This design comes from an exercise in tuning for small area, a short achievable clock period and few clock cycles per item on the open sky130 flow, not from production work. In this exercise RTL edits were held to simulation tests only and were not proved equivalent to the original. Power is estimated from default activity; no workload was simulated.

Setup of the reference run:
==> flow/design.v (excerpt) <==
module ryunt_rs_dec (
  input  wire       clk,
  input  wire       rst,         
  input  wire       in_valid,
  output wire       in_ready,
  input  wire [7:0] in_data,
  input  wire       in_erase,
  output wire       out_valid,
  output wire [7:0] out_data,
  output wire       out_last,
  output wire       out_fail,
  output wire [2:0] out_ncorr
);
  localparam integer RING  = 135;
  localparam integer PORTS = 9;
  localparam integer SP    = 15;
  function [7:0] gf_mul(input [7:0] a, input [7:0] b);
    integer i;
    reg [7:0] p, aa;
    begin
      p  = 8'h00;
      aa = a;
      for (i = 0; i < 8; i = i + 1) begin
        if (b[i]) p = p ^ aa;
        aa = {aa[6:0], 1'b0} ^ (aa[7] ? 8'h1d : 8'h00);
      end
      gf_mul = p;
    end
  endfunction
  function [7:0] gf_inv(input [7:0] a);
    case (a)
      8'h00: gf_inv = 8'h00;
      8'h01: gf_inv = 8'h01;
      8'h02: gf_inv = 8'h8e;
      8'h03: gf_inv = 8'hf4;
      8'h04: gf_inv = 8'h47;
      8'h05: gf_inv = 8'ha7;
      8'h06: gf_inv = 8'h7a;
      8'h07: gf_inv = 8'hba;
      8'h08: gf_inv = 8'had;
      8'h09: gf_inv = 8'h9d;
      8'h0a: gf_inv = 8'hdd;
      8'h0b: gf_inv = 8'h98;
      8'h0c: gf_inv = 8'h3d;
      8'h0d: gf_inv = 8'haa;
  ...
Size: ~27 I/O pins, ~0.067 mm² of cells after synthesis.
==> flow/config.mk <==
export PLATFORM = sky130hd
export DESIGN_NAME = ryunt_rs_dec
export DESIGN_NICKNAME = ryunt_rs_dec
export VERILOG_FILES = /design/flow/design.v
export SDC_FILE = /design/flow/constraint.sdc
export NUM_CORES = 4
export LEC_CHECK = 0
export CAP_MARGIN = 20
export CORE_MARGIN = 2
export CORE_UTILIZATION = 40
export SLEW_MARGIN = 20
==> flow/constraint.sdc <==
create_clock -name core_clock -period 12.0 [get_ports {clk}]
set_input_delay 2.4000 -clock core_clock [delete_from_list [all_inputs] [get_ports {clk}]]
set_output_delay 2.4000 -clock core_clock [all_outputs]
set_load 0.01 [all_outputs]
standard.sh (not shown) runs the stock make flow with config.mk's settings and CLKGATE_MAP_FILE= SYNTH_SCRIPT=/design/flow/synth_recipe.tcl, a recipe that flattens the netlist after the stock synthesis.
==> flow/flow/run.sh <==
#!/bin/bash
# Standard ORFS layout, with timing repair aiming for a setup margin beyond
# the design's clock period (the SDC is unchanged).
set -euo pipefail
bash standard.sh SETUP_SLACK_MARGIN=8 finish > flow_make.log 2>&1
Testbench counts of the reference run, summed over its fixed seeds: cycles 268,165, items 1,600.
## Diff of input files: the trial run against the reference run
==> flow/run.sh (new file) <==
#!/bin/bash
# synth_recipe.tcl (not shown) runs the flow's synth.tcl, then flattens the netlist and writes it again
# the make line also repeats each setting of config.mk as NAME=value (left out here)
make -C /OpenROAD-flow-scripts/flow DESIGN_CONFIG=/design/flow/config.mk WORK_HOME=/design/flow/orfs CLKGATE_MAP_FILE= SYNTH_SCRIPT=/design/flow/synth_recipe.tcl finish
--- a/flow/config.mk
+++ b/flow/config.mk
@@ -10,0 +11 @@
+export CTS_BUF_LIST = sky130_fd_sc_hd__clkbuf_8
removed: flow/flow/run.sh
removed: flow/standard.sh
Re I/O pin total: no difference whatsoever between the reference run and the trial run.
When the trial run is measured against the reference run, its non-clock buffer count in the final layout turns out 72% lower.
The reference run and the trial run ended up with nearly the same sequential power.
Reported for the reference run and the trial run, setup TNS turned out identical to the last digit.
Against the reference run as the reference, the trial run delivers a lower proportion of power drawn by combinational gates.
In the reports for the reference run and the trial run, the smaller cell area after placement belongs to the trial run.
The number of standard cells in the final layout excluding fillers of the trial run falls short of that of the reference run by about 3%.


Setup of exp/violet:
ryunt_rs_dec, a different RTL version from the one above (not shown whole).
Size in the first run: ~1600 flip-flops.
Settings: LEC_CHECK=0, CAP_MARGIN=20, CORE_MARGIN=2, CORE_UTILIZATION=60, CTS_BUF_LIST=sky130_fd_sc_hd__clkbuf_16, CTS_CLUSTER_DIAMETER=60, CTS_CLUSTER_SIZE=24, SETUP_SLACK_MARGIN=5, SLEW_MARGIN=20; clock period 12.0 ns.
run.sh (not shown) runs the stock make flow with config.mk's settings and CLKGATE_MAP_FILE= SYNTH_SCRIPT=/design/flow/synth_recipe.tcl, a recipe that flattens the netlist after the stock synthesis.
Stock flow here: none of the scripts above is used.
Testbench counts of exp/violet, summed over its fixed seeds: cycles 266,110, items 1,600.
> inputs changed (exp/violet -> exp/juniper)
- SETUP_SLACK_MARGIN removed (was 5)
- GPL_TIMING_DRIVEN newly set to 1
==> flow/flow/run.sh (new file) <==
#!/bin/bash
# The standard ORFS layout (the standard.sh, unchanged scripts and SDC),
# with timing repair asked to leave a setup margin of 8 ns at the design's
# 12 ns clock, so that the layout's achieved period comes out near 4 ns.
# make's full output goes to flow_make.log here; ORFS's own per-step logs
# stay under orfs/logs.
set -euo pipefail
bash standard.sh SETUP_SLACK_MARGIN=8 finish > flow_make.log 2>&1
==> flow/standard.sh (new file) <==
#!/bin/bash
# synth_recipe.tcl (not shown) runs the flow's synth.tcl, then flattens the netlist and writes it again
# the make line also repeats each setting of config.mk as NAME=value (left out here)
make -C /OpenROAD-flow-scripts/flow DESIGN_CONFIG=/design/flow/config.mk WORK_HOME=/design/flow/orfs CLKGATE_MAP_FILE= SYNTH_SCRIPT=/design/flow/synth_recipe.tcl "${@:-finish}"
removed: flow/run.sh
[summary]
Comparing exp/violet with exp/juniper, the portion of the post-synthesis area used by sequential elements came out essentially unchanged.
Against exp/violet as the reference, exp/juniper delivers a lower clock share of power.
Between exp/juniper and exp/violet, the inserted tap cell count figures differ only marginally.
On total power, exp/violet beats exp/juniper.
In the flow results for exp/violet and exp/juniper, the global-route usage is smaller on exp/violet.
The inputs of exp/sierra differ from those of exp/juniper as listed below.
- GPL_TIMING_DRIVEN removed (was 1)
-- flow/flow/run.sh --
<<< exp/juniper, line 6
# stay under orfs/logs.
set -euo pipefail
bash standard.sh SETUP_SLACK_MARGIN=8 finish > flow_make.log 2>&1
>>> exp/sierra, line 6
# stay under orfs/logs.
set -euo pipefail
bash standard.sh SETUP_SLACK_MARGIN=8.2 finish > flow_make.log 2>&1
Findings:
Any difference in highest cell delay on the worst timing path between exp/sierra and exp/juniper is small enough to ignore.
Final critical-path share of the clock period was lower in the run labelled exp/sierra.
Cell with the largest stage delay on the worst path: sky130_fd_sc_hd__a31oi_1 -> exp/sierra, sky130_fd_sc_hd__xnor3_4 -> exp/juniper
Taking exp/juniper as the reference, in exp/sierra number of cell rows closely matched the old numbers; cell total after placement stayed essentially flat; wire length of the first global-routing pass has decreased; width of the die was more or less identical.
> inputs changed (exp/sierra -> exp/amber)
-- flow/flow/run.sh --
<<< exp/sierra, line 6
# stay under orfs/logs.
set -euo pipefail
bash standard.sh SETUP_SLACK_MARGIN=8.2 finish > flow_make.log 2>&1
>>> exp/amber, line 6
# stay under orfs/logs.
set -euo pipefail
bash standard.sh SETUP_SLACK_MARGIN=8 finish > flow_make.log 2>&1
--- outcome ---
Total chip power: exp/sierra vs exp/amber — no meaningful difference
Of the two values seen for cell at the slowest stage of the critical path, sky130_fd_sc_hd__xnor3_4 was produced by exp/amber and sky130_fd_sc_hd__a31oi_1 by exp/sierra.
Diff exp/sierra -> exp/amber: cell-internal power decreased by 0.000090 W relative to the old numbers; depth of the worst register-to-register path increased by 2 relative to the old numbers; cell area after layout decreased by 1200 um2 relative to the old numbers; worst setup slack decreased by 0.039 ns relative to the old numbers.


ryunt_rs_dec, a different RTL version from the one above (not shown whole).
Size in the first run: roughly 61000 um^2 of cells after synthesis.
Settings: LEC_CHECK=0, CAP_MARGIN=20, CORE_MARGIN=2, CORE_UTILIZATION=40, CTS_BUF_LIST=sky130_fd_sc_hd__clkbuf_16, CTS_CLUSTER_DIAMETER=60, CTS_CLUSTER_SIZE=24, SLEW_MARGIN=20; clock period 12.0 ns.
standard.sh (not shown) runs the stock make flow with config.mk's settings and CLKGATE_MAP_FILE= SYNTH_SCRIPT=/design/flow/synth_recipe.tcl, a recipe that flattens the netlist after the stock synthesis.
==> flow/flow/run.sh <==
#!/bin/bash
# The standard ORFS layout (the standard.sh, unchanged scripts and SDC),
# with timing repair asked to leave a setup margin of 8 ns at the design's
# 12 ns clock, so that the layout's achieved period comes out near 4 ns.
# make's full output goes to flow_make.log here; ORFS's own per-step logs
# stay under orfs/logs.
set -euo pipefail
bash standard.sh SETUP_SLACK_MARGIN=8.5 finish > flow_make.log 2>&1
Testbench counts at the start, summed over its fixed seeds: cycles 268,705, items 1,600.
==> next run, changes <==
==> flow/run.sh (new file) <==
#!/bin/bash
# synth_recipe.tcl (not shown) runs the flow's synth.tcl, then flattens the netlist and writes it again
# the make line also repeats each setting of config.mk as NAME=value (left out here)
make -C /OpenROAD-flow-scripts/flow DESIGN_CONFIG=/design/flow/config.mk WORK_HOME=/design/flow/orfs CLKGATE_MAP_FILE= SYNTH_SCRIPT=/design/flow/synth_recipe.tcl finish
removed: flow/flow/run.sh
removed: flow/standard.sh
Result: The changed run ran to the end with no violations. Via count shrinks by 6.2%. Power is lower by 2.8%. Worst setup slack gets worse by 1.7 ns. Die area stays the same. Fmax decreases by 29%. Clock-buffer cell count climbs by 4. Cell count came out lower by 4.8%.
==> next run, changes <==
==> flow/flow/run.sh (new file) <==
#!/bin/bash
# The standard ORFS layout (the standard.sh, unchanged scripts and SDC),
# with timing repair asked to leave a setup margin of 8 ns at the design's
# 12 ns clock, so that the layout's achieved period comes out near 4 ns.
# make's full output goes to flow_make.log here; ORFS's own per-step logs
# stay under orfs/logs.
set -euo pipefail
bash standard.sh SETUP_SLACK_MARGIN=8 finish > flow_make.log 2>&1
==> flow/standard.sh (new file) <==
#!/bin/bash
# synth_recipe.tcl (not shown) runs the flow's synth.tcl, then flattens the netlist and writes it again
# the make line also repeats each setting of config.mk as NAME=value (left out here)
make -C /OpenROAD-flow-scripts/flow DESIGN_CONFIG=/design/flow/config.mk WORK_HOME=/design/flow/orfs CLKGATE_MAP_FILE= SYNTH_SCRIPT=/design/flow/synth_recipe.tcl "${@:-finish}"
- CORE_UTILIZATION: 40 -> 60
removed: flow/run.sh
The changed run passed the timing, design-rule and antenna checks.
Wire length grows by 2.9%.
Total power shrinks by 2.2%.
First-iteration DRC count increases by 17%.
Hold slack is worse by 0.016 ns.
Via count grows by 4.0%.
Setup slack improved by 1.7 ns.
Clock-buffer cell count goes down by 10.
==> next run, changes <==
==> flow/flow/run.sh (replaced) <==
#!/bin/bash
# Standard ORFS layout, with timing repair aiming for a setup margin beyond
# the design's clock period (the SDC is unchanged).
set -euo pipefail
bash standard.sh SETUP_SLACK_MARGIN=8 finish > flow_make.log 2>&1
- CORE_UTILIZATION: 60 -> 40
- CTS_BUF_LIST: sky130_fd_sc_hd__clkbuf_16 -> unset
- CTS_CLUSTER_DIAMETER: 60 -> unset
- CTS_CLUSTER_SIZE: 24 -> unset
Non-clock buffer count goes down by 10. First-iteration DRC count decreases by roughly a tenth. Utilization fell by 21 points.

-- static timing again, ports no longer ideal --
No port has a modelled driver above. Below, the same layouts with a new extraction and two added sets of constraints. Step 1 (the two cells are an assumption about what drives the block):
set clk [get_ports {clk}]
set_driving_cell -lib_cell sky130_fd_sc_hd__clkbuf_16 $clk
set_driving_cell -lib_cell sky130_fd_sc_hd__buf_2 [delete_from_list [all_inputs] $clk]
Step 2, shift: input delay + t, output delay - t, t = (earliest + latest rising clock arrival at the registers) / 2. This alone moves slack from input paths to output paths. a / b / c = ideal ports / drivers / drivers and shift; a / b = the first two.
run | t (ns) | setup slack, ns | worst setup path at the end | clock arrival spread, ns | worst slew at a driven data input, ns
the reference run | 0.863 | 7.105 / 7.105 / 6.473 | input to register | 0.074 / 0.075 | 0.08
the trial run | 1.027 | 5.010 / 5.010 / 5.002 | input to register | 0.084 / 0.084 | 0.08
exp/violet | 0.798 | 6.379 / 6.379 / 5.757 | input to register | 0.035 / 0.035 | 0.20
exp/juniper | 0.791 | 7.987 / 7.971 / 7.217 | input to register | 0.041 / 0.042 | 0.19
exp/sierra | 0.786 | 8.026 / 8.026 / 7.521 | input to register | 0.069 / 0.068 | 0.04
exp/amber | 0.791 | 7.987 / 7.971 / 7.217 | input to register | 0.041 / 0.042 | 0.19
the first run of note 3 | 0.818 | 7.871 / 7.871 / 7.480 | input to register | 0.081 / 0.081 | 0.10
the second run of note 3 | 0.823 | 6.207 / 6.207 / 6.207 | register to register | 0.059 / 0.059 | 0.07
the third run of note 3 | 0.758 | 7.911 / 7.911 / 7.322 | input to register | 0.061 / 0.061 | 0.06
the fourth run of note 3 | 0.857 | 8.017 / 7.986 / 7.344 | input to register | 0.053 / 0.053 | 0.08
After both steps setup and hold are still met in every run listed.
